Background: an optimization exercise with open tools, aiming at small area. Do not read the settings as production practice.
Only simulation tests tie the RTL to the original design; equivalence was not proved.
Power figures rest on the tool's default switching activity, not on a simulated workload.

$ cat flow/run.sh
#!/bin/bash
# The standard layout (standard.sh, ORFS from synthesis to the routed
# layout) with these changes:
#  - synthesis runs the standard flow's own script (synth_recipe.tcl) unchanged, except
#    that its ABC mapping step reads flow/area.abc, an area-oriented mapping,
#    instead of ORFS's speed script;
#  - the port buffers are buf_1 cells (the default pick is a larger, slower
#    delay buffer);
#  - the clock tree is built from clkbuf_8 cells, without dummy loads.
# ORFS's logs stay under orfs/logs/; make's own output goes to
# standard_flow.log in this folder.
set -euo pipefail
work=$PWD
{
  echo "# synth_recipe.tcl with its abc call pointed at flow/area.abc"
  echo "proc abc {args} {"
  echo "  set i [lsearch -exact \$args -script]"
  echo "  if {\$i >= 0} { lset args [expr {\$i + 1}] $work/flow/area.abc }"
  echo "  puts \"abc (own flow): \$args\""
  echo "  yosys abc {*}\$args"
  echo "}"
  cat "$work/synth_recipe.tcl"
} > "$work/own_synth.tcl"
cts="-sink_clustering_enable -repair_clock_nets -buf_list \"sky130_fd_sc_hd__clkbuf_4 sky130_fd_sc_hd__clkbuf_8\""
cts="$cts -root_buf sky130_fd_sc_hd__clkbuf_8 -dont_use_dummy_load"
bash standard.sh "SYNTH_SCRIPT=$work/own_synth.tcl" \
  "BUFFER_PORTS_ARGS=-buffer_cell sky130_fd_sc_hd__buf_1" \
  "CTS_ARGS=$cts" finish > standard_flow.log 2>&1
$ cat flow/area.abc
&get -n
&st
&syn3
&st
&dch -f
&nf -R 1000 -p -F 8 -A 4 -a
&st
&dch -f
&nf -R 1000 -p -F 8 -A 4 -a
&put
$ cat standard.sh
#!/bin/bash
# synth_recipe.tcl (not shown) runs the flow's synth.tcl, then flattens the netlist and writes it again
# the make line also repeats each setting of config.mk as NAME=value (left out here)
make -C /OpenROAD-flow-scripts/flow DESIGN_CONFIG=/design/flow/config.mk WORK_HOME=/design/flow/orfs CLKGATE_MAP_FILE= SYNTH_SCRIPT=/design/flow/synth_recipe.tcl "${@:-finish}"
$ cat config.mk
export PLATFORM = sky130hd
export DESIGN_NAME = cis_ecc
export DESIGN_NICKNAME = cis_ecc
export VERILOG_FILES = /design/flow/design.v
export SDC_FILE = /design/flow/constraint.sdc
export NUM_CORES = 4
export LEC_CHECK = 0
export CAP_MARGIN = 5
export CORE_MARGIN = 2
export CORE_UTILIZATION = 65
export GPL_TIMING_DRIVEN = 0
export SLEW_MARGIN = 5
$ cat constraint.sdc
create_clock -name core_clock -period 5.5 [get_ports {clk}]
set_input_delay 1.1000 -clock core_clock [delete_from_list [all_inputs] [get_ports {clk}]]
set_output_delay 1.1000 -clock core_clock [all_outputs]
set_load 0.01 [all_outputs]
$ cat design.v
module cis_ecc (
    input  wire        clk,
    input  wire        rst_n,
    input  wire        wr_valid,
    input  wire [63:0] wr_data,
    input  wire        wr_poison,
    input  wire [15:0] wr_inj,
    output wire         wc_valid,
    output wire  [15:0] wc_check,
    input  wire        rd_valid,
    input  wire [63:0] rd_data,
    input  wire [15:0] rd_check,
    output reg          rr_valid,
    output wire  [63:0] rr_data,
    output wire         rr_ce,
    output wire         rr_ue,
    output wire  [4:0]  rr_sym
);
    wire we_0 = wr_data[22] ^ wr_data[38];
    wire we_1 = wr_data[23] ^ wr_data[39];
    wire we_2 = wr_data[14] ^ wr_data[54];
    wire we_3 = wr_data[48] ^ wr_data[52];
    wire we_4 = wr_data[15] ^ wr_data[55];
    wire we_5 = wr_data[21] ^ wr_data[53];
    wire we_6 = wr_data[18] ^ we_0;
    wire we_7 = wr_data[9] ^ wr_data[13];
    wire we_8 = wr_data[51] ^ we_4;
    wire we_9 = wr_data[16] ^ wr_data[20];
    wire we_10 = wr_data[17] ^ wr_data[47];
    wire we_11 = wr_data[6] ^ wr_data[50];
    wire we_12 = wr_data[49] ^ we_1;
    wire we_13 = wr_data[32] ^ we_3;
    wire we_14 = wr_data[37] ^ we_5;
    wire we_15 = wr_data[0] ^ wr_data[61];
    wire we_16 = wr_data[4] ^ we_13;
    wire we_17 = wr_data[34] ^ we_11;
    wire we_18 = wr_data[2] ^ we_6;
    wire we_19 = wr_data[62] ^ we_10;
    wire we_20 = wr_data[46] ^ we_2;
    wire we_21 = wr_data[11] ^ wr_data[63];
    wire we_22 = wr_data[12] ^ we_12;
    wire we_23 = we_9 ^ we_15;
    wire we_24 = wr_data[5] ^ wr_data[59];
    wire we_25 = wr_data[28] ^ wr_data[36];
    wire we_26 = wr_data[57] ^ we_7;
    wire we_27 = wr_data[27] ^ wr_data[43];
    wire we_28 = wr_data[45] ^ we_25;
    wire we_29 = wr_data[1] ^ we_19;
    wire we_30 = we_14 ^ we_26;
    wire we_31 = wr_data[3] ^ wr_data[35];
    wire we_32 = wr_data[10] ^ wr_data[58];
    wire we_33 = we_22 ^ we_24;
    wire we_34 = we_17 ^ we_18;
    wire we_35 = wr_data[33] ^ we_33;
    wire we_36 = we_20 ^ we_23;
    wire we_37 = wr_data[19] ^ wr_data[41];
    wire we_38 = wr_data[19] ^ wr_data[31];
    wire we_39 = wr_data[7] ^ we_29;
    wire we_40 = wr_data[27] ^ we_28;
    wire we_41 = wr_data[25] ^ wr_data[45];
    wire we_42 = wr_data[26] ^ wr_data[42];
    wire we_43 = wr_data[40] ^ we_4;
    wire we_44 = wr_data[24] ^ wr_data[60];
    wire we_45 = we_16 ^ we_32;
    wire we_46 = wr_data[56] ^ we_8;
    wire we_47 = wr_data[8] ^ wr_data[13];
    wire we_48 = we_21 ^ we_27;
    wire we_49 = wr_data[7] ^ we_31;
    wire we_50 = wr_data[4] ^ wr_data[26];
    wire we_51 = wr_data[37] ^ we_36;
    wire we_52 = wr_data[51] ^ wr_data[60];
    wire we_53 = we_41 ^ we_49;
    wire we_54 = wr_data[8] ^ we_44;
    wire we_55 = we_2 ^ we_37;
    wire we_56 = wr_data[28] ^ wr_data[44];
    wire we_57 = wr_data[54] ^ we_34;
    wire we_58 = wr_data[29] ^ we_21;
    wire we_59 = we_6 ^ we_45;
    wire we_60 = wr_data[35] ^ wr_data[38];
    wire we_61 = wr_data[17] ^ we_30;
    wire we_62 = we_14 ^ we_56;
    wire we_63 = wr_data[29] ^ we_39;
    wire we_64 = wr_data[40] ^ we_16;
    wire we_65 = wr_data[48] ^ we_27;
    wire we_66 = we_46 ^ we_58;
    wire we_67 = we_35 ^ we_62;
    wire we_68 = wr_data[50] ^ we_55;
    wire we_69 = wr_data[30] ^ we_18;
    wire we_70 = we_47 ^ we_57;
    wire we_71 = wr_data[53] ^ we_42;
    wire we_72 = wr_data[36] ^ we_5;
    wire we_73 = wr_data[58] ^ we_30;
    wire we_74 = wr_data[21] ^ we_63;
    wire we_75 = wr_data[12] ^ we_54;
    wire we_76 = wr_data[10] ^ we_65;
    wire we_77 = we_1 ^ we_48;
    wire we_78 = wr_data[5] ^ wr_data[49];
    wire we_79 = we_29 ^ we_67;
    wire we_80 = we_7 ^ we_71;
    wire we_81 = wr_data[41] ^ we_61;
    wire we_82 = wr_data[44] ^ we_64;
    wire we_83 = wr_data[62] ^ we_34;
    wire we_84 = we_10 ^ we_36;
    wire we_85 = wr_data[0] ^ wr_data[56];
    wire we_86 = we_9 ^ we_25;
    wire we_87 = we_85 ^ we_86;
    wire we_88 = we_75 ^ we_87;
    wire we_89 = we_88 ^ we_82;
    wire we_90 = wr_data[1] ^ wr_data[29];
    wire we_91 = wr_data[33] ^ wr_data[61];
    wire we_92 = we_78 ^ we_41;
    wire we_93 = we_90 ^ we_91;
    wire we_94 = we_92 ^ we_93;
    wire we_95 = we_94 ^ we_81;
    wire we_96 = wr_data[30] ^ we_32;
    wire we_97 = we_42 ^ we_20;
    wire we_98 = we_96 ^ we_97;
    wire we_99 = we_98 ^ we_83;
    wire we_100 = wr_data[47] ^ wr_data[59];
    wire we_101 = we_38 ^ we_100;
    wire we_102 = we_8 ^ we_49;
    wire we_103 = we_101 ^ we_77;
    wire we_104 = we_102 ^ we_103;
    wire we_105 = wr_data[4] ^ wr_data[24];
    wire we_106 = wr_data[42] ^ we_78;
    wire we_107 = we_3 ^ we_9;
    wire we_108 = we_37 ^ we_105;
    wire we_109 = we_106 ^ we_107;
    wire we_110 = we_108 ^ we_40;
    wire we_111 = we_109 ^ we_66;
    wire we_112 = we_110 ^ we_111;
    wire we_113 = we_70 ^ we_112;
    wire we_114 = wr_data[15] ^ wr_data[16];
    wire we_115 = wr_data[34] ^ we_3;
    wire we_116 = we_114 ^ we_20;
    wire we_117 = we_115 ^ we_77;
    wire we_118 = we_75 ^ we_53;
    wire we_119 = we_116 ^ we_69;
    wire we_120 = we_117 ^ we_118;
    wire we_121 = we_81 ^ we_119;
    wire we_122 = we_120 ^ we_121;
    wire we_123 = wr_data[25] ^ wr_data[36];
    wire we_124 = we_31 ^ we_38;
    wire we_125 = we_123 ^ we_12;
    wire we_126 = we_43 ^ we_124;
    wire we_127 = we_80 ^ we_125;
    wire we_128 = we_126 ^ we_84;
    wire we_129 = we_127 ^ we_59;
    wire we_130 = we_128 ^ we_129;
    wire we_131 = wr_data[11] ^ wr_data[18];
    wire we_132 = we_50 ^ we_131;
    wire we_133 = we_43 ^ we_132;
    wire we_134 = we_68 ^ we_76;
    wire we_135 = we_133 ^ we_134;
    wire we_136 = we_135 ^ we_79;
    wire we_137 = wr_data[0] ^ wr_data[16];
    wire we_138 = wr_data[23] ^ we_2;
    wire we_139 = we_60 ^ we_137;
    wire we_140 = we_72 ^ we_8;
    wire we_141 = we_17 ^ we_26;
    wire we_142 = we_138 ^ we_139;
    wire we_143 = we_76 ^ we_140;
    wire we_144 = we_141 ^ we_142;
    wire we_145 = we_39 ^ we_143;
    wire we_146 = we_144 ^ we_145;
    wire we_147 = wr_data[20] ^ wr_data[24];
    wire we_148 = wr_data[47] ^ we_147;
    wire we_149 = we_48 ^ we_148;
    wire we_150 = we_22 ^ we_149;
    wire we_151 = we_73 ^ we_150;
    wire we_152 = we_82 ^ we_83;
    wire we_153 = we_151 ^ we_152;
    wire we_154 = wr_data[63] ^ we_0;
    wire we_155 = we_47 ^ we_52;
    wire we_156 = we_72 ^ we_154;
    wire we_157 = we_155 ^ we_68;
    wire we_158 = we_53 ^ we_156;
    wire we_159 = we_45 ^ we_157;
    wire we_160 = we_158 ^ we_35;
    wire we_161 = we_159 ^ we_160;
    wire we_162 = wr_data[8] ^ wr_data[11];
    wire we_163 = wr_data[22] ^ wr_data[52];
    wire we_164 = we_162 ^ we_163;
    wire we_165 = we_17 ^ we_164;
    wire we_166 = we_80 ^ we_46;
    wire we_167 = we_165 ^ we_51;
    wire we_168 = we_166 ^ we_35;
    wire we_169 = we_167 ^ we_168;
    wire we_170 = wr_data[3] ^ wr_data[26];
    wire we_171 = wr_data[30] ^ wr_data[33];
    wire we_172 = wr_data[57] ^ wr_data[63];
    wire we_173 = we_1 ^ we_15;
    wire we_174 = we_38 ^ we_170;
    wire we_175 = we_171 ^ we_172;
    wire we_176 = we_13 ^ we_28;
    wire we_177 = we_173 ^ we_174;
    wire we_178 = we_175 ^ we_176;
    wire we_179 = we_177 ^ we_178;
    wire we_180 = we_179 ^ we_70;
    wire we_181 = we_74 ^ we_180;
    wire we_182 = wr_data[44] ^ wr_data[49];
    wire we_183 = wr_data[55] ^ we_11;
    wire we_184 = we_50 ^ we_52;
    wire we_185 = we_60 ^ we_182;
    wire we_186 = we_183 ^ we_184;
    wire we_187 = we_185 ^ we_40;
    wire we_188 = we_186 ^ we_73;
    wire we_189 = we_84 ^ we_187;
    wire we_190 = we_188 ^ we_189;
    wire we_191 = wr_data[39] ^ wr_data[50];
    wire we_192 = we_24 ^ we_44;
    wire we_193 = we_191 ^ we_8;
    wire we_194 = we_192 ^ we_40;
    wire we_195 = we_193 ^ we_51;
    wire we_196 = we_194 ^ we_59;
    wire we_197 = we_195 ^ we_74;
    wire we_198 = we_196 ^ we_197;
    wire we_199 = wr_data[6] ^ wr_data[19];
    wire we_200 = wr_data[25] ^ wr_data[32];
    wire we_201 = wr_data[46] ^ wr_data[60];
    wire we_202 = we_199 ^ we_200;
    wire we_203 = we_201 ^ we_23;
    wire we_204 = we_202 ^ we_203;
    wire we_205 = we_66 ^ we_69;
    wire we_206 = we_204 ^ we_205;
    wire we_207 = we_206 ^ we_79;
    wire [15:0] w_enc = {we_207, we_198, we_190, we_181, we_169, we_161, we_153, we_146, we_136, we_130, we_122, we_113, we_104, we_99, we_95, we_89};
    wire [15:0] w_chk = w_enc ^ wr_inj ^ {11'd0, wr_poison, 3'd0, wr_poison};
    assign wc_valid = wr_valid & rst_n;
    assign wc_check = w_chk;
    wire rs_0 = rd_data[22] ^ rd_data[38];
    wire rs_1 = rd_data[14] ^ rd_data[54];
    wire rs_2 = rd_data[23] ^ rd_data[39];
    wire rs_3 = rd_data[13] ^ rd_data[53];
    wire rs_4 = rd_data[15] ^ rd_data[55];
    wire rs_5 = rd_data[48] ^ rd_data[52];
    wire rs_6 = rd_data[18] ^ rs_0;
    wire rs_7 = rd_data[17] ^ rd_data[21];
    wire rs_8 = rd_data[50] ^ rs_1;
    wire rs_9 = rd_data[9] ^ rs_3;
    wire rs_10 = rd_data[16] ^ rd_data[20];
    wire rs_11 = rd_data[6] ^ rd_data[34];
    wire rs_12 = rd_data[47] ^ rs_2;
    wire rs_13 = rd_data[4] ^ rd_data[49];
    wire rs_14 = rd_data[0] ^ rd_data[36];
    wire rs_15 = rd_data[1] ^ rs_7;
    wire rs_16 = rd_data[51] ^ rs_4;
    wire rs_17 = rd_data[2] ^ rs_6;
    wire rs_18 = rd_data[32] ^ rs_5;
    wire rs_19 = rd_data[57] ^ rs_9;
    wire rs_20 = rd_data[12] ^ rd_data[37];
    wire rs_21 = rd_data[19] ^ rs_12;
    wire rs_22 = rd_data[61] ^ rs_10;
    wire rs_23 = rd_data[11] ^ rs_20;
    wire rs_24 = rd_data[63] ^ rs_17;
    wire rs_25 = rd_data[5] ^ rd_data[33];
    wire rs_26 = rd_data[27] ^ rd_data[43];
    wire rs_27 = rd_data[62] ^ rs_15;
    wire rs_28 = rd_data[46] ^ rs_22;
    wire rs_29 = rd_data[10] ^ rs_8;
    wire rs_30 = rd_data[59] ^ rs_25;
    wire rs_31 = rd_data[29] ^ rd_data[45];
    wire rs_32 = rd_data[58] ^ rs_13;
    wire rs_33 = rd_data[28] ^ rs_27;
    wire rs_34 = rd_data[7] ^ rd_data[35];
    wire rs_35 = rs_14 ^ rs_18;
    wire rs_36 = rd_data[3] ^ rs_21;
    wire rs_37 = rd_data[8] ^ rs_2;
    wire rs_38 = rd_data[25] ^ rd_data[41];
    wire rs_39 = rs_23 ^ rs_26;
    wire rs_40 = rd_data[44] ^ rd_data[60];
    wire rs_41 = rs_11 ^ rs_24;
    wire rs_42 = rd_data[26] ^ rs_28;
    wire rs_43 = rd_data[31] ^ rs_36;
    wire rs_44 = rd_data[50] ^ rs_41;
    wire rs_45 = rd_data[56] ^ rs_16;
    wire rs_46 = rs_35 ^ rs_43;
    wire rs_47 = rd_data[38] ^ rd_data[47];
    wire rs_48 = rd_data[3] ^ rs_38;
    wire rs_49 = rd_data[53] ^ rs_33;
    wire rs_50 = rd_data[13] ^ rs_31;
    wire rs_51 = rd_data[24] ^ rd_data[60];
    wire rs_52 = rd_data[45] ^ rs_34;
    wire rs_53 = rd_data[40] ^ rd_data[44];
    wire rs_54 = rs_30 ^ rs_45;
    wire rs_55 = rs_9 ^ rs_42;
    wire rs_56 = rs_23 ^ rs_54;
    wire rs_57 = rs_11 ^ rs_29;
    wire rs_58 = rs_18 ^ rs_32;
    wire rs_59 = rd_data[37] ^ rs_31;
    wire rs_60 = rd_data[54] ^ rs_50;
    wire rs_61 = rd_data[4] ^ rs_35;
    wire rs_62 = rd_data[24] ^ rs_44;
    wire rs_63 = rs_19 ^ rs_39;
    wire rs_64 = rd_data[28] ^ rs_10;
    wire rs_65 = rs_29 ^ rs_30;
    wire rs_66 = rs_48 ^ rs_52;
    wire rs_67 = rd_data[41] ^ rs_13;
    wire rs_68 = rd_data[8] ^ rs_64;
    wire rs_69 = rd_data[30] ^ rs_24;
    wire rs_70 = rd_data[21] ^ rs_58;
    wire rs_71 = rd_data[59] ^ rs_16;
    wire rs_72 = rd_data[49] ^ rs_56;
    wire rs_73 = rd_data[0] ^ rs_72;
    wire rs_74 = rd_data[5] ^ rd_data[27];
    wire rs_75 = rd_data[26] ^ rd_data[30];
    wire rs_76 = rs_14 ^ rs_47;
    wire rs_77 = rd_data[6] ^ rs_40;
    wire rs_78 = rd_data[7] ^ rs_33;
    wire rs_79 = rs_21 ^ rs_49;
    wire rs_80 = rd_data[42] ^ rs_55;
    wire rs_81 = rs_37 ^ rs_66;
    wire rs_82 = rs_19 ^ rs_76;
    wire rs_83 = rs_26 ^ rs_34;
    wire rs_84 = rd_data[19] ^ rd_data[36];
    wire rs_85 = rd_data[35] ^ rs_32;
    wire rs_86 = rd_check[0] ^ rd_data[12];
    wire rs_87 = rd_data[24] ^ rd_data[40];
    wire rs_88 = rd_data[56] ^ rs_40;
    wire rs_89 = rs_86 ^ rs_87;
    wire rs_90 = rs_88 ^ rs_89;
    wire rs_91 = rs_68 ^ rs_90;
    wire rs_92 = rs_61 ^ rs_91;
    wire rs_93 = rd_check[1] ^ rd_data[49];
    wire rs_94 = rd_data[61] ^ rs_25;
    wire rs_95 = rs_38 ^ rs_93;
    wire rs_96 = rs_59 ^ rs_15;
    wire rs_97 = rs_94 ^ rs_95;
    wire rs_98 = rs_19 ^ rs_96;
    wire rs_99 = rs_97 ^ rs_98;
    wire rs_100 = rd_check[2] ^ rd_data[42];
    wire rs_101 = rd_data[46] ^ rd_data[58];
    wire rs_102 = rd_data[62] ^ rs_75;
    wire rs_103 = rs_100 ^ rs_101;
    wire rs_104 = rs_102 ^ rs_103;
    wire rs_105 = rs_17 ^ rs_104;
    wire rs_106 = rs_57 ^ rs_105;
    wire rs_107 = rd_check[3] ^ rd_data[11];
    wire rs_108 = rd_data[63] ^ rs_107;
    wire rs_109 = rs_83 ^ rs_108;
    wire rs_110 = rs_71 ^ rs_109;
    wire rs_111 = rs_110 ^ rs_43;
    wire rs_112 = rd_data[11] ^ rd_data[42];
    wire rs_113 = rd_check[4] ^ rs_74;
    wire rs_114 = rs_84 ^ rs_5;
    wire rs_115 = rs_112 ^ rs_67;
    wire rs_116 = rs_113 ^ rs_114;
    wire rs_117 = rs_60 ^ rs_68;
    wire rs_118 = rs_45 ^ rs_115;
    wire rs_119 = rs_116 ^ rs_117;
    wire rs_120 = rs_118 ^ rs_119;
    wire rs_121 = rs_120 ^ rs_62;
    wire rs_122 = rd_data[15] ^ rd_data[16];
    wire rs_123 = rd_data[34] ^ rd_data[46];
    wire rs_124 = rd_check[5] ^ rs_51;
    wire rs_125 = rs_1 ^ rs_5;
    wire rs_126 = rs_7 ^ rs_122;
    wire rs_127 = rs_123 ^ rs_124;
    wire rs_128 = rs_125 ^ rs_126;
    wire rs_129 = rs_127 ^ rs_128;
    wire rs_130 = rs_63 ^ rs_81;
    wire rs_131 = rs_129 ^ rs_69;
    wire rs_132 = rs_130 ^ rs_131;
    wire rs_133 = rd_data[10] ^ rd_data[17];
    wire rs_134 = rd_data[25] ^ rd_data[40];
    wire rs_135 = rd_check[6] ^ rs_1;
    wire rs_136 = rs_4 ^ rs_133;
    wire rs_137 = rs_134 ^ rs_6;
    wire rs_138 = rs_135 ^ rs_136;
    wire rs_139 = rs_85 ^ rs_137;
    wire rs_140 = rs_138 ^ rs_139;
    wire rs_141 = rs_140 ^ rs_80;
    wire rs_142 = rs_46 ^ rs_141;
    wire rs_143 = rd_data[18] ^ rd_data[26];
    wire rs_144 = rd_data[48] ^ rd_check[7];
    wire rs_145 = rs_53 ^ rs_4;
    wire rs_146 = rs_143 ^ rs_144;
    wire rs_147 = rs_67 ^ rs_145;
    wire rs_148 = rs_146 ^ rs_39;
    wire rs_149 = rs_147 ^ rs_65;
    wire rs_150 = rs_148 ^ rs_149;
    wire rs_151 = rs_79 ^ rs_150;
    wire rs_152 = rd_data[16] ^ rd_data[23];
    wire rs_153 = rd_data[48] ^ rd_check[8];
    wire rs_154 = rs_152 ^ rs_153;
    wire rs_155 = rs_83 ^ rs_16;
    wire rs_156 = rs_154 ^ rs_27;
    wire rs_157 = rs_155 ^ rs_57;
    wire rs_158 = rs_82 ^ rs_156;
    wire rs_159 = rs_157 ^ rs_158;
    wire rs_160 = rd_data[20] ^ rd_data[62];
    wire rs_161 = rd_check[9] ^ rs_53;
    wire rs_162 = rs_160 ^ rs_12;
    wire rs_163 = rs_161 ^ rs_162;
    wire rs_164 = rs_63 ^ rs_70;
    wire rs_165 = rs_163 ^ rs_164;
    wire rs_166 = rs_165 ^ rs_62;
    wire rs_167 = rd_data[12] ^ rd_data[51];
    wire rs_168 = rd_data[60] ^ rd_data[63];
    wire rs_169 = rd_check[10] ^ rs_84;
    wire rs_170 = rs_0 ^ rs_3;
    wire rs_171 = rs_167 ^ rs_168;
    wire rs_172 = rs_169 ^ rs_170;
    wire rs_173 = rs_171 ^ rs_172;
    wire rs_174 = rs_65 ^ rs_70;
    wire rs_175 = rs_81 ^ rs_173;
    wire rs_176 = rs_174 ^ rs_175;
    wire rs_177 = rd_data[22] ^ rd_data[52];
    wire rs_178 = rd_check[11] ^ rs_11;
    wire rs_179 = rs_177 ^ rs_8;
    wire rs_180 = rs_37 ^ rs_178;
    wire rs_181 = rs_179 ^ rs_180;
    wire rs_182 = rs_181 ^ rs_80;
    wire rs_183 = rs_73 ^ rs_182;
    wire rs_184 = rd_data[8] ^ rd_data[33];
    wire rs_185 = rd_data[57] ^ rd_data[61];
    wire rs_186 = rd_check[12] ^ rs_75;
    wire rs_187 = rs_184 ^ rs_185;
    wire rs_188 = rs_186 ^ rs_187;
    wire rs_189 = rs_60 ^ rs_188;
    wire rs_190 = rs_189 ^ rs_78;
    wire rs_191 = rs_44 ^ rs_46;
    wire rs_192 = rs_190 ^ rs_191;
    wire rs_193 = rd_data[27] ^ rd_data[28];
    wire rs_194 = rd_data[37] ^ rd_data[45];
    wire rs_195 = rd_data[51] ^ rd_data[55];
    wire rs_196 = rd_check[13] ^ rs_7;
    wire rs_197 = rs_193 ^ rs_194;
    wire rs_198 = rs_195 ^ rs_77;
    wire rs_199 = rs_8 ^ rs_196;
    wire rs_200 = rs_197 ^ rs_85;
    wire rs_201 = rs_198 ^ rs_199;
    wire rs_202 = rs_82 ^ rs_42;
    wire rs_203 = rs_200 ^ rs_201;
    wire rs_204 = rs_202 ^ rs_203;
    wire rs_205 = rd_data[39] ^ rd_data[47];
    wire rs_206 = rd_data[58] ^ rd_check[14];
    wire rs_207 = rs_51 ^ rs_74;
    wire rs_208 = rs_205 ^ rs_206;
    wire rs_209 = rs_59 ^ rs_6;
    wire rs_210 = rs_207 ^ rs_208;
    wire rs_211 = rs_71 ^ rs_28;
    wire rs_212 = rs_29 ^ rs_209;
    wire rs_213 = rs_210 ^ rs_61;
    wire rs_214 = rs_211 ^ rs_212;
    wire rs_215 = rs_78 ^ rs_213;
    wire rs_216 = rs_214 ^ rs_215;
    wire rs_217 = rd_data[25] ^ rd_data[29];
    wire rs_218 = rd_data[32] ^ rd_check[15];
    wire rs_219 = rs_217 ^ rs_218;
    wire rs_220 = rs_77 ^ rs_219;
    wire rs_221 = rs_28 ^ rs_220;
    wire rs_222 = rs_221 ^ rs_69;
    wire rs_223 = rs_79 ^ rs_222;
    wire rs_224 = rs_73 ^ rs_223;
    wire [15:0] syn_in = {rs_224, rs_216, rs_204, rs_192, rs_183, rs_176, rs_166, rs_159, rs_151, rs_142, rs_132, rs_121, rs_111, rs_106, rs_99, rs_92};
    wire [3:0] a0 = syn_in[3:0], a1 = syn_in[7:4], a2 = syn_in[11:8], a3 = syn_in[15:12];
    wire a0i_0 = (a0 == 4'd0) | (a0 == 4'd1) | (a0 == 4'd2) | (a0 == 4'd4) | (a0 == 4'd5) | (a0 == 4'd6) | (a0 == 4'd8) | (a0 == 4'd11) | (a0 == 4'd14);
    wire a0i_1 = (a0 == 4'd3) | (a0 == 4'd5) | (a0 == 4'd6) | (a0 == 4'd7) | (a0 == 4'd8) | (a0 == 4'd9) | (a0 == 4'd12) | (a0 == 4'd14);
    wire a0i_2 = (a0 == 4'd3) | (a0 == 4'd4) | (a0 == 4'd6) | (a0 == 4'd7) | (a0 == 4'd8) | (a0 == 4'd10) | (a0 == 4'd11) | (a0 == 4'd13);
    wire a0i_3 = (a0 == 4'd2) | (a0 == 4'd3) | (a0 == 4'd4) | (a0 == 4'd5) | (a0 == 4'd8) | (a0 == 4'd10) | (a0 == 4'd12) | (a0 == 4'd15);
    wire [3:0] a0i = {a0i_3, a0i_2, a0i_1, a0i_0};
    wire q0_0 = a0i[0];
    wire q1_0 = a0i[1];
    wire q2_0 = a0i[2];
    wire q3_0 = a0i[3];
    wire q0_1 = a0i[3];
    wire q1_1 = a0i[0] ^ a0i[3];
    wire q2_1 = a0i[1];
    wire q3_1 = a0i[2];
    wire q0_2 = a0i[2];
    wire q1_2 = a0i[2] ^ a0i[3];
    wire q2_2 = a0i[0] ^ a0i[3];
    wire q3_2 = a0i[1];
    wire q0_3 = a0i[1];
    wire q1_3 = a0i[1] ^ a0i[2];
    wire q2_3 = a0i[2] ^ a0i[3];
    wire q3_3 = a0i[0] ^ a0i[3];
    wire ri1_0 = (q0_0 & a1[0]) ^ (q0_1 & a1[1]) ^ (q0_2 & a1[2]) ^ (q0_3 & a1[3]);
    wire ri1_1 = (q1_0 & a1[0]) ^ (q1_1 & a1[1]) ^ (q1_2 & a1[2]) ^ (q1_3 & a1[3]);
    wire ri1_2 = (q2_0 & a1[0]) ^ (q2_1 & a1[1]) ^ (q2_2 & a1[2]) ^ (q2_3 & a1[3]);
    wire ri1_3 = (q3_0 & a1[0]) ^ (q3_1 & a1[1]) ^ (q3_2 & a1[2]) ^ (q3_3 & a1[3]);
    wire ri2_0 = (q0_0 & a2[0]) ^ (q0_1 & a2[1]) ^ (q0_2 & a2[2]) ^ (q0_3 & a2[3]);
    wire ri2_1 = (q1_0 & a2[0]) ^ (q1_1 & a2[1]) ^ (q1_2 & a2[2]) ^ (q1_3 & a2[3]);
    wire ri2_2 = (q2_0 & a2[0]) ^ (q2_1 & a2[1]) ^ (q2_2 & a2[2]) ^ (q2_3 & a2[3]);
    wire ri2_3 = (q3_0 & a2[0]) ^ (q3_1 & a2[1]) ^ (q3_2 & a2[2]) ^ (q3_3 & a2[3]);
    wire ri3_0 = (q0_0 & a3[0]) ^ (q0_1 & a3[1]) ^ (q0_2 & a3[2]) ^ (q0_3 & a3[3]);
    wire ri3_1 = (q1_0 & a3[0]) ^ (q1_1 & a3[1]) ^ (q1_2 & a3[2]) ^ (q1_3 & a3[3]);
    wire ri3_2 = (q2_0 & a3[0]) ^ (q2_1 & a3[1]) ^ (q2_2 & a3[2]) ^ (q2_3 & a3[3]);
    wire ri3_3 = (q3_0 & a3[0]) ^ (q3_1 & a3[1]) ^ (q3_2 & a3[2]) ^ (q3_3 & a3[3]);
    reg [3:0] s0, r1, r2, r3;
    reg [63:0] r1_data;
    always @(posedge clk) begin
        if (!rst_n) rr_valid <= 1'b0;
        else        rr_valid <= rd_valid;
        r1_data <= rd_data;
        s0  <= a0;
        r1  <= {ri1_3, ri1_2, ri1_1, ri1_0};
        r2  <= {ri2_3, ri2_2, ri2_1, ri2_0};
        r3  <= {ri3_3, ri3_2, ri3_1, ri3_0};
    end
    wire nz0 = |s0;
    wire nz1 = |r1, nz2 = |r2, nz3 = |r3;
    wire m0 = nz0 & (r1 == 4'd4) & (r2 == 4'd9) & (r3 == 4'd15);
    wire m1 = nz0 & (r1 == 4'd13) & (r2 == 4'd6) & (r3 == 4'd6);
    wire m2 = nz0 & (r1 == 4'd3) & (r2 == 4'd12) & (r3 == 4'd1);
    wire m3 = nz0 & (r1 == 4'd10) & (r2 == 4'd14) & (r3 == 4'd8);
    wire m4 = nz0 & (r1 == 4'd7) & (r2 == 4'd9) & (r3 == 4'd14);
    wire m5 = nz0 & (r1 == 4'd5) & (r2 == 4'd10) & (r3 == 4'd14);
    wire m6 = nz0 & (r1 == 4'd3) & (r2 == 4'd2) & (r3 == 4'd4);
    wire m7 = nz0 & (r1 == 4'd9) & (r2 == 4'd0) & (r3 == 4'd15);
    wire m8 = nz0 & (r1 == 4'd4) & (r2 == 4'd6) & (r3 == 4'd13);
    wire m9 = nz0 & (r1 == 4'd5) & (r2 == 4'd5) & (r3 == 4'd7);
    wire m10 = nz0 & (r1 == 4'd12) & (r2 == 4'd2) & (r3 == 4'd0);
    wire m11 = nz0 & (r1 == 4'd8) & (r2 == 4'd2) & (r3 == 4'd10);
    wire m12 = nz0 & (r1 == 4'd15) & (r2 == 4'd7) & (r3 == 4'd5);
    wire m13 = nz0 & (r1 == 4'd7) & (r2 == 4'd14) & (r3 == 4'd5);
    wire m14 = nz0 & (r1 == 4'd1) & (r2 == 4'd8) & (r3 == 4'd8);
    wire m15 = nz0 & (r1 == 4'd2) & (r2 == 4'd4) & (r3 == 4'd14);
    wire m16 = nz0 & ~nz1 & ~nz2 & ~nz3;
    wire m17 = ~nz0 & nz1 & ~nz2 & ~nz3;
    wire m18 = ~nz0 & ~nz1 & nz2 & ~nz3;
    wire m19 = ~nz0 & ~nz1 & ~nz2 & nz3;
    wire [19:0] match = {m19, m18, m17, m16, m15, m14, m13, m12, m11, m10, m9, m8, m7, m6, m5, m4, m3, m2, m1, m0};
    wire ce = |match;
    wire ue = (nz0 | nz1 | nz2 | nz3) & ~ce;
    wire [4:0] sy;
    assign sy[0] = m1 | m3 | m5 | m7 | m9 | m11 | m13 | m15 | m17 | m19;
    assign sy[1] = m2 | m3 | m6 | m7 | m10 | m11 | m14 | m15 | m18 | m19;
    assign sy[2] = m4 | m5 | m6 | m7 | m12 | m13 | m14 | m15;
    assign sy[3] = m8 | m9 | m10 | m11 | m12 | m13 | m14 | m15;
    assign sy[4] = m16 | m17 | m18 | m19;
    wire [63:0] fix = {{4{m15}} & s0, {4{m14}} & s0, {4{m13}} & s0, {4{m12}} & s0, {4{m11}} & s0, {4{m10}} & s0, {4{m9}} & s0, {4{m8}} & s0, {4{m7}} & s0, {4{m6}} & s0, {4{m5}} & s0, {4{m4}} & s0, {4{m3}} & s0, {4{m2}} & s0, {4{m1}} & s0, {4{m0}} & s0};
    wire [63:0] cor = r1_data ^ fix;
    assign rr_data  = cor;
    assign rr_ce    = ce;
    assign rr_ue    = ue;
    assign rr_sym   = sy;
endmodule
==> results.json, run 1 <==
{
  "status": "did not finish",
  "synth_cell_types": 32,
  "synthCells": 863,
  "synth_area_per_cell_um2": 8.77,
  "synth_edf_count": 0,
  "synth_nets": 1028,
  "yosysWarnings": 1,
  "yosysTopAreaCell": "xnor2_1",
  "synth_seq_cells": 81,
  "syn_area_mm2": 0.00757,
  "io_pins": 254,
  "haltStage": "clock tree synthesis (4_1_cts)",
  "dp_hpwl_um": 21300,
  "portBuffers": 253,
  "gp_congestion": 0.988,
  "synth_ff_type": "dfxtp_1",
  "ys_seq_area_share_pct": 21.4,
  "num_rows": 39,
  "die_h_um": 112,
  "initial_core_util_pct": 66.6,
  "run.stop_error": "[ERROR STA-0564] clock_tree_synthesis positional arguments not supported.",
  "ys_top_cells_by_area": "xnor2_1, dfxtp_1, xor2_1, nand2_1, nor2_1",
  "async_flop_share_pct": 0,
  "synth_top_area_share_pct": 49.5,
  "dieWidth_um": 112
}
## how the worst max path moves through the flow
| stage | startpoint | to | slack (ns) | depth (start not counted) |
|---|---|---|---|---|
| 3_5_place_dp | rd_data[54] | r2[1]$_DFF_P_ | 0.29 | 12 |
| 2_1_floorplan | rd_data[54] | r2[1]$_DFF_P_ | 1.44 | 11 |
| 3_3_place_gp | rd_data[54] | r2[1]$_DFF_P_ | 0.40 | 12 |
## logic make-up after synthesis
| kind of cell | after synthesis | share of synthesized area, % |
|---|---|---|
| AO/OA/AOI/OAI | 17 | 1.41 |
| multiplexers | 2 | 0.264 |
| buffers and inverters | 4 | 0.198 |
| flip-flops | 81 | 21.4 |
| XOR/XNOR | 548 | 63.8 |
| AND/OR/NAND/NOR | 211 | 12.9 |
## power groups by stage
stage	Clock (mW)	Sequential (mW)	Combinational, mW
after detailed placement	0	0.965	4.76
after floorplan	0	0.867	3.80
after global placement	0	0.962	4.63
## stage by stage
step                      setup slack (ns)  cell area (um^2)  cells
after floorplan                       1.44              7570    863
after global placement               0.398              8700   1259
after detailed placement             0.289              8750   1262
## cells in the mapped netlist (all sizes together), types with 2 or more instances
| library cell | n |
|---|---|
| o21ai | 4 |
| nor2 | 30 |
| or3 | 3 |
| nand4 | 3 |
| xnor2 | 428 |
| nor2b | 12 |
| dfxtp | 81 |
| nor4bb | 2 |
| nor4 | 12 |
| nor3 | 10 |
| nand3 | 8 |
| nand4b | 2 |
| nand2b | 14 |
| xnor3 | 2 |
| xor2 | 118 |
| a21oi | 6 |
| nand3b | 3 |
| nand2 | 105 |
| and2 | 3 |
| clkinv | 4 |
| mux2i | 2 |
==> inputs of run 2 (changes only) <==
--- a/flow/run.sh
+++ b/flow/run.sh
@@ -21,7 +21,7 @@
   echo "}"
   cat "$work/synth_recipe.tcl"
 } > "$work/own_synth.tcl"
-cts="-sink_clustering_enable -repair_clock_nets -buf_list \"sky130_fd_sc_hd__clkbuf_4 sky130_fd_sc_hd__clkbuf_8\""
+cts="-sink_clustering_enable -repair_clock_nets -buf_list sky130_fd_sc_hd__clkbuf_8"
 cts="$cts -root_buf sky130_fd_sc_hd__clkbuf_8 -dont_use_dummy_load"
 bash standard.sh "SYNTH_SCRIPT=$work/own_synth.tcl" \
   "BUFFER_PORTS_ARGS=-buffer_cell sky130_fd_sc_hd__buf_1" \
==> results.json, run 2 <==
{
  "status": "finished clean",
  "ir_drop_mv": 1.29,
  "power_frac_comb_pct": 78.8,
  "vias": 7043,
  "grt-ovfl-total": 0,
  "dieArea_mm2": 0.0125,
  "grt_max_degree": 18,
  "hold_viol": 0,
  "path_class": "reg2out",
  "drt-initial-drc-count": 536,
  "drive_above_1_share_pct": 1.42,
  "cts_made_buffers": 9,
  "synth_area_per_cell_um2": 8.77,
  "finalCritPeriodShare_pct": 95.7,
  "cellLeakagePower_nw": 2.85,
  "nets": 1295,
  "synth_top_area_share_pct": 49.5,
  "portBuffers": 253,
  "critPathBufInv": 1,
  "routed_wirelength_um": 25500,
  "die_h_um": 112,
  "drv_slew": 0,
  "finalSetupTns_ns": 0,
  "critPathSlowestCell": "nor4_1",
  "endpoint_kind": "output pin",
  "post-place-ws_ns": 0.289,
  "first_global_vias": 6894,
  "arrival_ns": 4.16,
  "tightestPinTransition_ns": 1.38,
  "initial_core_util_pct": 66.6,
  "path_cells": "or4_1 > nand3_1 > or3_1 > nor4_1 > nand2_1 > xnor2_1 > buf_1",
  "path_clk_slew_ns": 0.09,
  "worstHoldPathType": "in2reg",
  "viasPerCell": 5.54,
  "async_flop_share_pct": 0,
  "synth_nets": 1028,
  "hold_buffers": 0,
  "min_to": "r1_data[43]$_DFF_P_",
  "gp_congestion": 0.988,
  "hp-start": "rd_data[43]",
  "p_seq_share_pct": 15.6,
  "worstPathMaxFanout": 17,
  "cts_root_buffer": "clkbuf_8",
  "p_sw_mw": 3.10,
  "p_clk_share_pct": 5.6,
  "yosysTopAreaCell": "xnor2_1",
  "synth_ff_type": "dfxtp_1",
  "final_common_cell": "xnor2_1",
  "io_pins": 254,
  "layout_common_cells": "xnor2_1, buf_1, xor2_1",
  "num_rows": 39,
  "antenna_found_initial": 0,
  "clock_sinks": 81,
  "maxCapViolations": 0,
  "start_kind": "flip-flop",
  "areaGrowthSynthToFinish_pct": 17.2,
  "synthTopCellsByCount": "xnor2_1, xor2_1, nand2_1",
  "rsz0062_at_grt": "false",
  "drc": 0,
  "largest_reg_flops": 64,
  "dp_hpwl_um": 21300,
  "antenna_cells": 0,
  "synth_seq_cells": 81,
  "regMostFlops": "r1_data",
  "fmax_ghz": 0.190,
  "p_int_mw": 3.08,
  "multiInputGateArea_mm2": 0.00596,
  "core_area_mm2": 0.0114,
  "yosysWarnings": 1,
  "post_cts_buffers": 0,
  "dieWidth_um": 112,
  "crit_path_max_incr_delay_ns": 1.13,
  "fillCellCount": 823,
  "dr.pass1.iters": 6,
  "layout_setup_ws_ns": 0.237,
  "path_delay_family": "simple AND/OR/NAND/NOR gates",
  "dp.cells": 1262,
  "groute.usage.overall_pct": 40.1,
  "yosysMostFrequentCell": "xnor2_1",
  "cts_buffer_depth": 2,
  "h-tree-depth": 3,
  "min_period_ns": 5.26,
  "synthCells": 863,
  "slew_headroom_pct": 6.85,
  "holdPathStages": 1,
  "synth_cell_types": 32,
  "synth_edf_count": 0,
  "ys_top_cells_by_area": "xnor2_1, dfxtp_1, xor2_1, nand2_1, nor2_1",
  "final-instance-count-excl-fill": 1271,
  "register_area_mm2": 0.00162,
  "crit_required_ns": 4.40,
  "p_per_area_mw_per_mm2": 697,
  "ctsResizeCount": 0,
  "setup_viol": 0,
  "cts_tree": "done",
  "wire_per_inst_um": 20.1,
  "syn_area_mm2": 0.00757,
  "swShare_pct": 50.2,
  "grt_pass1_wl_um": 38000,
  "antenna_left": 0,
  "ys_seq_area_share_pct": 21.4
}
## run 2: cell counts after synthesis
No cell type changed its count.
## run 2: metal layers
layer	up-vias	GRT usage, %	share of wire [%]
met1	3252	46.3	37
li1	3232	-	-
met2	445	68.2	48
met3	114	7.73	8.9
met4	0	24.9	6.0
met5	-	0	0
## run 2: cell families after synthesis
kind of cell | after synthesis | share of synthesized area, %
multiplexers | 2 | 0.264
buffers and inverters | 4 | 0.198
XOR/XNOR | 548 | 63.8
AND/OR/NAND/NOR | 211 | 12.9
flip-flops | 81 | 21.4
AO/OA/AOI/OAI | 17 | 1.41
## run 2: final cells by class
class	count	share of cell area, %
Clock buffer	9	1.40
Inverter	4	0.169
Multi-Input combinational cell	778	67.2
Tap cell	143	2.02
Timing Repair Buffer	256	11.0
Sequential cell	81	18.3
## run 2: stage by stage
stage	hold WS [ns]	power (mW)	utilization [%]	instance area (um^2)
4_1_cts	0.868	6.09	78.0	8870
6_report	0.871	6.18	78.0	8870
3_3_place_gp	1.25	5.59	76.5	8700
3_5_place_dp	1.25	5.72	76.9	8750
2_1_floorplan	1.13	4.67	-	7570
5_1_grt	0.875	6.54	78.0	8870
## run 2: worst max-delay path by stage
stage	start	end	slack [ns]	cells past startpoint
global route	s0[1]$_DFF_P_	rr_data[11]	0.17	7
floorplan	rd_data[54]	r2[1]$_DFF_P_	1.44	11
CTS	s0[1]$_DFF_P_	rr_data[10]	0.34	7
finish	s0[0]$_DFF_P_	rr_data[11]	0.24	7
global placement	rd_data[54]	r2[1]$_DFF_P_	0.40	12
detailed placement	rd_data[54]	r2[1]$_DFF_P_	0.29	12
## run 2: power by group through the flow
| stage | registers (mW) | clock network, mW | logic [mW] |
|---|---|---|---|
| after detailed placement | 0.965 | 0 | 4.76 |
| final | 0.963 | 0.348 | 4.87 |
| after CTS | 0.952 | 0.350 | 4.78 |
| after global routing | 0.965 | 0.375 | 5.20 |
| after floorplan | 0.867 | 0 | 3.80 |
| after global placement | 0.962 | 0 | 4.63 |
==> inputs of run 3 (changes only) <==
==> flow/area.abc (replaced) <==
&get -n
&st
&syn3
&st
&dch -f
&nf -R 1000 -p -F 8 -A 4 -a -E 10
&st
&dch -f
&nf -R 1000 -p -F 8 -A 4 -a -E 10
&put
==> results.json, run 3 <==
{
  "nets": 1292,
  "portBuffers": 253,
  "yosysMostFrequentCell": "xnor2_1",
  "wire_per_inst_um": 19.2,
  "start_kind": "flip-flop",
  "num_rows": 39,
  "vias": 6824,
  "antenna_left": 0,
  "dr.pass1.iters": 5,
  "grt_pass1_wl_um": 36600,
  "synthCells": 861,
  "clock_sinks": 81,
  "worstHoldPathType": "in2reg",
  "synthTopCellsByCount": "xnor2_1, xor2_1, nand2_1",
  "power_mw": 5.96,
  "final_common_cell": "xnor2_1",
  "path_class": "reg2out",
  "drc": 0,
  "groute.usage.overall_pct": 38.7,
  "fmax_ghz": 0.200,
  "worstPathMaxFanout": 17,
  "grt_max_degree": 18,
  "regMostFlops": "r1_data",
  "syn_area_mm2": 0.00754,
  "routed_wirelength_um": 24400,
  "cts_made_buffers": 9,
  "dieWidth_um": 112,
  "yosysTopAreaCell": "xnor2_1",
  "maxCapViolations": 0,
  "path_clk_slew_ns": 0.08,
  "cts_root_buffer": "clkbuf_8",
  "tightestPinTransition_ns": 1.05,
  "p_per_area_mw_per_mm2": 675,
  "synth_ff_type": "dfxtp_1",
  "startpoint": "s0[2]$_DFF_P_",
  "dp_hpwl_um": 20700,
  "drv_slew": 0,
  "synth_top_area_share_pct": 49.5,
  "holdPathStages": 1,
  "synth_nets": 1026,
  "ctsResizeCount": 0,
  "synth_cell_types": 32,
  "crit_required_ns": 4.40,
  "cts_tree": "done",
  "min_period_ns": 5.01,
  "finalSetupTns_ns": 0,
  "cellLeakagePower_nw": 2.86,
  "status": "finished clean",
  "setup_viol": 0,
  "rsz0062_at_grt": "false",
  "viasPerCell": 5.38,
  "ir_drop_mv": 1.10,
  "cts_buffer_depth": 2,
  "ys_seq_area_share_pct": 21.5,
  "hp-start": "rd_data[1]",
  "hold_viol": 0,
  "die_h_um": 112,
  "largest_reg_flops": 64,
  "drt-initial-drc-count": 522,
  "initial_core_util_pct": 66.3,
  "hold_buffers": 0,
  "antenna_found_initial": 0,
  "finalCritPeriodShare_pct": 91.0,
  "ys_top_cells_by_area": "xnor2_1, dfxtp_1, xor2_1, nand2_1, nor2_1",
  "io_pins": 254,
  "synth_area_per_cell_um2": 8.76,
  "synth_seq_cells": 81,
  "dieArea_mm2": 0.0125,
  "endpoint_kind": "output pin",
  "post_cts_buffers": 0,
  "areaGrowthSynthToFinish_pct": 17.2,
  "async_flop_share_pct": 0,
  "slew_headroom_pct": 29.1,
  "synth_edf_count": 0,
  "layout_common_cells": "xnor2_1, buf_1, xor2_1",
  "antenna_cells": 0,
  "first_global_vias": 6725,
  "core_area_mm2": 0.0114,
  "gp_congestion": 0.988,
  "drive_above_1_share_pct": 1.42,
  "yosysWarnings": 1,
  "h-tree-depth": 3,
  "arrival_ns": 3.91,
  "grt-ovfl-total": 0
}
==> run 3: final cells by class <==
cell class,count,area (um^2)
Sequential cell,81,1620
Multi-Input combinational cell,778,5940
Inverter,2,7.51
Clock buffer,9,124
Fill cell,858,2530
Timing Repair Buffer,255,965
Tap cell,143,179
==> run 3: per-layer routing <==
| metal | vias to the layer above | share of wire (%) | wire length (um) | global-route usage, % |
|---|---|---|---|---|
| met5 | - | 0 | 0 | 0 |
| met4 | 0 | 5.4 | 1310 | 19.7 |
| met3 | 95 | 8.7 | 2120 | 7.78 |
| met2 | 407 | 49 | 11800 | 66.9 |
| met1 | 3097 | 37 | 9100 | 45.4 |
| li1 | 3225 | - | - | - |
==> run 3: path summary, 6_finish.rpt <==
check / endpoint / slack [ns]
setup / recovery: rr_data[8] / 0.49
hold / removal: r1_data[1]$_DFF_P_ / 0.87
==> run 3: stage by stage <==
step	hold slack [ns]	setup slack, ns	util (%)	std cells	area [um^2]
2_1_floorplan	1.13	1.46	-	861	7540
3_3_place_gp	1.25	0.329	76.2	1257	8670
3_5_place_dp	1.25	0.360	76.6	1259	8710
4_1_cts	0.868	0.519	77.7	1268	8830
5_1_grt	0.872	0.349	77.7	1268	8840
6_report	0.869	0.493	77.7	1268	8840
==> run 3: where the power goes <==
group | switching (mW) | leakage (nW) | internal (mW) | total [mW]
sequential | 0.207 | 0.683 | 0.757 | 0.963
combinational | 2.53 | 2.11 | 2.13 | 4.66
clock | 0.196 | 0.0647 | 0.146 | 0.342
==> run 3: cells by family after synthesis <==
logic type / synth area share (%)
AOI/OAI and AO/OA: 1.21
xor gates and xnor gates: 63.5
muxes: 0.548
DFF: 21.5
and+or+nand+nor: 13.1
buffers and inverters: 0.0996
==> run 3: worst max-delay path: stages, from the launching register on <==
cell and delay [ns]:
dfxtp_1 0.92, or4_1 0.41, nand3_1 0.27, or3_1 0.50, nor4_1 0.89, nand2_1 0.17
xnor2_1 0.20, buf_1 0.17
==> inputs of run 4 (changes only) <==
--- a/flow/run.sh
+++ b/flow/run.sh
@@ -21,8 +21,8 @@
   echo "}"
   cat "$work/synth_recipe.tcl"
 } > "$work/own_synth.tcl"
-cts="-sink_clustering_enable -repair_clock_nets -buf_list sky130_fd_sc_hd__clkbuf_8"
-cts="$cts -root_buf sky130_fd_sc_hd__clkbuf_8 -dont_use_dummy_load"
+cts="-sink_clustering_enable -repair_clock_nets -buf_list sky130_fd_sc_hd__clkbuf_4"
+cts="$cts -root_buf sky130_fd_sc_hd__clkbuf_8 -sink_clustering_buffer sky130_fd_sc_hd__clkbuf_4 -dont_use_dummy_load"
 bash standard.sh "SYNTH_SCRIPT=$work/own_synth.tcl" \
   "BUFFER_PORTS_ARGS=-buffer_cell sky130_fd_sc_hd__buf_1" \
   "CTS_ARGS=$cts" finish > standard_flow.log 2>&1
==> flow/area.abc (replaced) <==
&get -n
&st
&syn3
&st
&dch -f
&nf -R 1000 -p -F 8 -A 4 -a
&st
&dch -f
&nf -R 1000 -p -F 8 -A 4 -a
&put
==> results.json, run 4 <==
{
  "first_global_vias": 6894,
  "clock_sinks": 81,
  "slew_headroom_pct": 6.85,
  "regMostFlops": "r1_data",
  "dr.pass1.iters": 6,
  "nets": 1295,
  "synth_ff_type": "dfxtp_1",
  "grt-ovfl-total": 0,
  "drive_above_1_share_pct": 1.42,
  "tightestPinTransition_ns": 1.38,
  "areaGrowthSynthToFinish_pct": 17.2,
  "fillCellCount": 823,
  "vias": 7043,
  "synth_edf_count": 0,
  "p_per_area_mw_per_mm2": 697,
  "yosysWarnings": 1,
  "cts_made_buffers": 9,
  "synth_cell_types": 32,
  "hold_buffers": 0,
  "ys_top_cells_by_area": "xnor2_1, dfxtp_1, xor2_1, nand2_1, nor2_1",
  "hold_ws_ns": 0.871,
  "layout_setup_ws_ns": 0.237,
  "synth_seq_cells": 81,
  "worstHoldPathType": "in2reg",
  "h-tree-depth": 3,
  "groute.usage.overall_pct": 40.1,
  "crit_required_ns": 4.40,
  "async_flop_share_pct": 0,
  "wire_per_inst_um": 20.1,
  "status": "finished clean",
  "start_kind": "flip-flop",
  "register_area_mm2": 0.00162,
  "dp_hpwl_um": 21300,
  "antenna_left": 0,
  "ctsResizeCount": 0,
  "gp_congestion": 0.988,
  "initial_core_util_pct": 66.6,
  "syn_area_mm2": 0.00757,
  "antenna_found_initial": 0,
  "fmax_ghz": 0.190,
  "min_period_ns": 5.26,
  "synth_nets": 1028,
  "yosysMostFrequentCell": "xnor2_1",
  "drv_slew": 0,
  "cts_buffer_depth": 2,
  "arrival_ns": 4.16,
  "yosysTopAreaCell": "xnor2_1",
  "drt-initial-drc-count": 536,
  "finalSetupTns_ns": 0,
  "maxCapViolations": 0,
  "path_clk_slew_ns": 0.09,
  "io_pins": 254,
  "layout_common_cells": "xnor2_1, buf_1, xor2_1",
  "final_util_pct": 78.0,
  "setup_viol": 0,
  "post-place-ws_ns": 0.289,
  "num_rows": 39,
  "synthTopCellsByCount": "xnor2_1, xor2_1, nand2_1",
  "cts_root_buffer": "clkbuf_8",
  "post_cts_buffers": 0,
  "final_common_cell": "xnor2_1",
  "endpoint_kind": "output pin",
  "drc": 0,
  "worstPathMaxFanout": 17,
  "synth_area_per_cell_um2": 8.77,
  "grt_pass1_wl_um": 38000,
  "ir_drop_mv": 1.29,
  "portBuffers": 253,
  "finalCritPeriodShare_pct": 95.7,
  "cts_tree": "done",
  "dieWidth_um": 112,
  "routed_wirelength_um": 25500,
  "antenna_cells": 0,
  "die_h_um": 112,
  "synth_top_area_share_pct": 49.5,
  "grt_max_degree": 18,
  "synthCells": 863,
  "viasPerCell": 5.54,
  "cellLeakagePower_nw": 2.85,
  "core_area_mm2": 0.0114,
  "rsz0062_at_grt": "false",
  "dieArea_mm2": 0.0125,
  "ys_seq_area_share_pct": 21.4,
  "multiInputGateArea_mm2": 0.00596,
  "largest_reg_flops": 64,
  "hold_viol": 0,
  "path_class": "reg2out"
}
==> run 4: changes by cell type after synthesis, moves of 3 or more <==
cell,before,now
xor2_1,121,118
nand4_1,0,3
o21ai_0,1,4
nor2b_1,8,12
nor2_1,53,30
nand2_1,86,105
and3_1,4,1
==> run 4: report_power, final <==
part	internal (mW)	switching (mW)	leakage (nW)	total [mW]
registers	0.757	0.207	0.683	0.963
logic	2.17	2.70	2.11	4.87
clock network	0.146	0.202	0.0647	0.348
total	3.08	3.10	2.85	6.18
==> run 4: path summary, 6_finish.rpt <==
check,to,startpoint,slack [ns],cells past startpoint
setup / recovery,rr_data[11],s0[0]$_DFF_P_,0.24,7
hold / removal,r1_data[43]$_DFF_P_,rd_data[43],0.87,1
==> run 4: cells by family (layout without fill, tap and decap cells) <==
kind of cell / count (synthesis) / after routing / synth area share (%)
AOI/OAI and AO/OA: 17 / 17 / 1.41
xor gates and xnor gates: 548 / 548 / 63.8
buffers and inverters: 4 / 269 / 0.198
DFF: 81 / 81 / 21.4
muxes: 2 / 2 / 0.264
and+or+nand+nor: 211 / 211 / 12.9
==> run 4: stage by stage <==
stage / instances / area, um^2 / total power [mW]
after floorplan: 863 / 7570 / 4.67
after global placement: 1259 / 8700 / 5.59
after detailed placement: 1262 / 8750 / 5.72
after CTS: 1271 / 8870 / 6.09
after global routing: 1271 / 8870 / 6.54
final: 1271 / 8870 / 6.18
==> run 4: area by class of cell <==
type	count	share of cell area [%]
Multi-Input combinational cell	778	67.2
Sequential cell	81	18.3
Timing Repair Buffer	256	11.0
Tap cell	143	2.02
Clock buffer	9	1.40
Inverter	4	0.169
==> run 4: routing by layer <==
metal  global-route usage (%)  wire [um]  vias to the layer above
li1                         -          -                     3232
met1                     46.3       9390                     3252
met2                     68.2      12300                      445
met3                     7.73       2270                      114
met4                     24.9       1530                        0
met5                        0          0                        -
==> run 4: worst max-delay path, stage by stage (launching register included) <==
cell     delay [ns]
dfxtp_1        0.93
or4_1          0.40
nand3_1        0.28
or3_1          0.49
nor4_1         1.13
nand2_1        0.18
xnor2_1        0.19
buf_1          0.19

## port drivers added, routing unchanged
The results above use ideal ports. As a check the final layouts listed here were re-extracted and re-timed, cells and wires unchanged. Step 1, drivers: a clkbuf_16 drives clk and a buf_2 each remaining input, both assumed. Step 2, shift: input delay + t, output delay - t, t = (earliest + latest rising clock arrival at the registers) / 2. This alone moves slack from input paths to output paths. Slacks: ideal / step 1 / step 2; pairs: ideal / step 1.
| run | t, ns | setup slack, ns | worst setup path at the end | worst data-port slew with drivers (ns) | cell pins on the clock port's net |
|---|---|---|---|---|---|
| run 2 | 0.405 | 0.237 / 0.197 / 0.067 | input to register | 0.06 | 1 |
| run 3 | 0.407 | 0.493 / 0.455 / 0.283 | input to register | 0.05 | 1 |
| run 4 | 0.405 | 0.237 / 0.197 / 0.067 | input to register | 0.06 | 1 |
After both steps setup and hold are still met in every run listed. The setup slack of run 3, which loses most, moves by -0.038 ns with the drivers and by -0.210 ns with both steps.
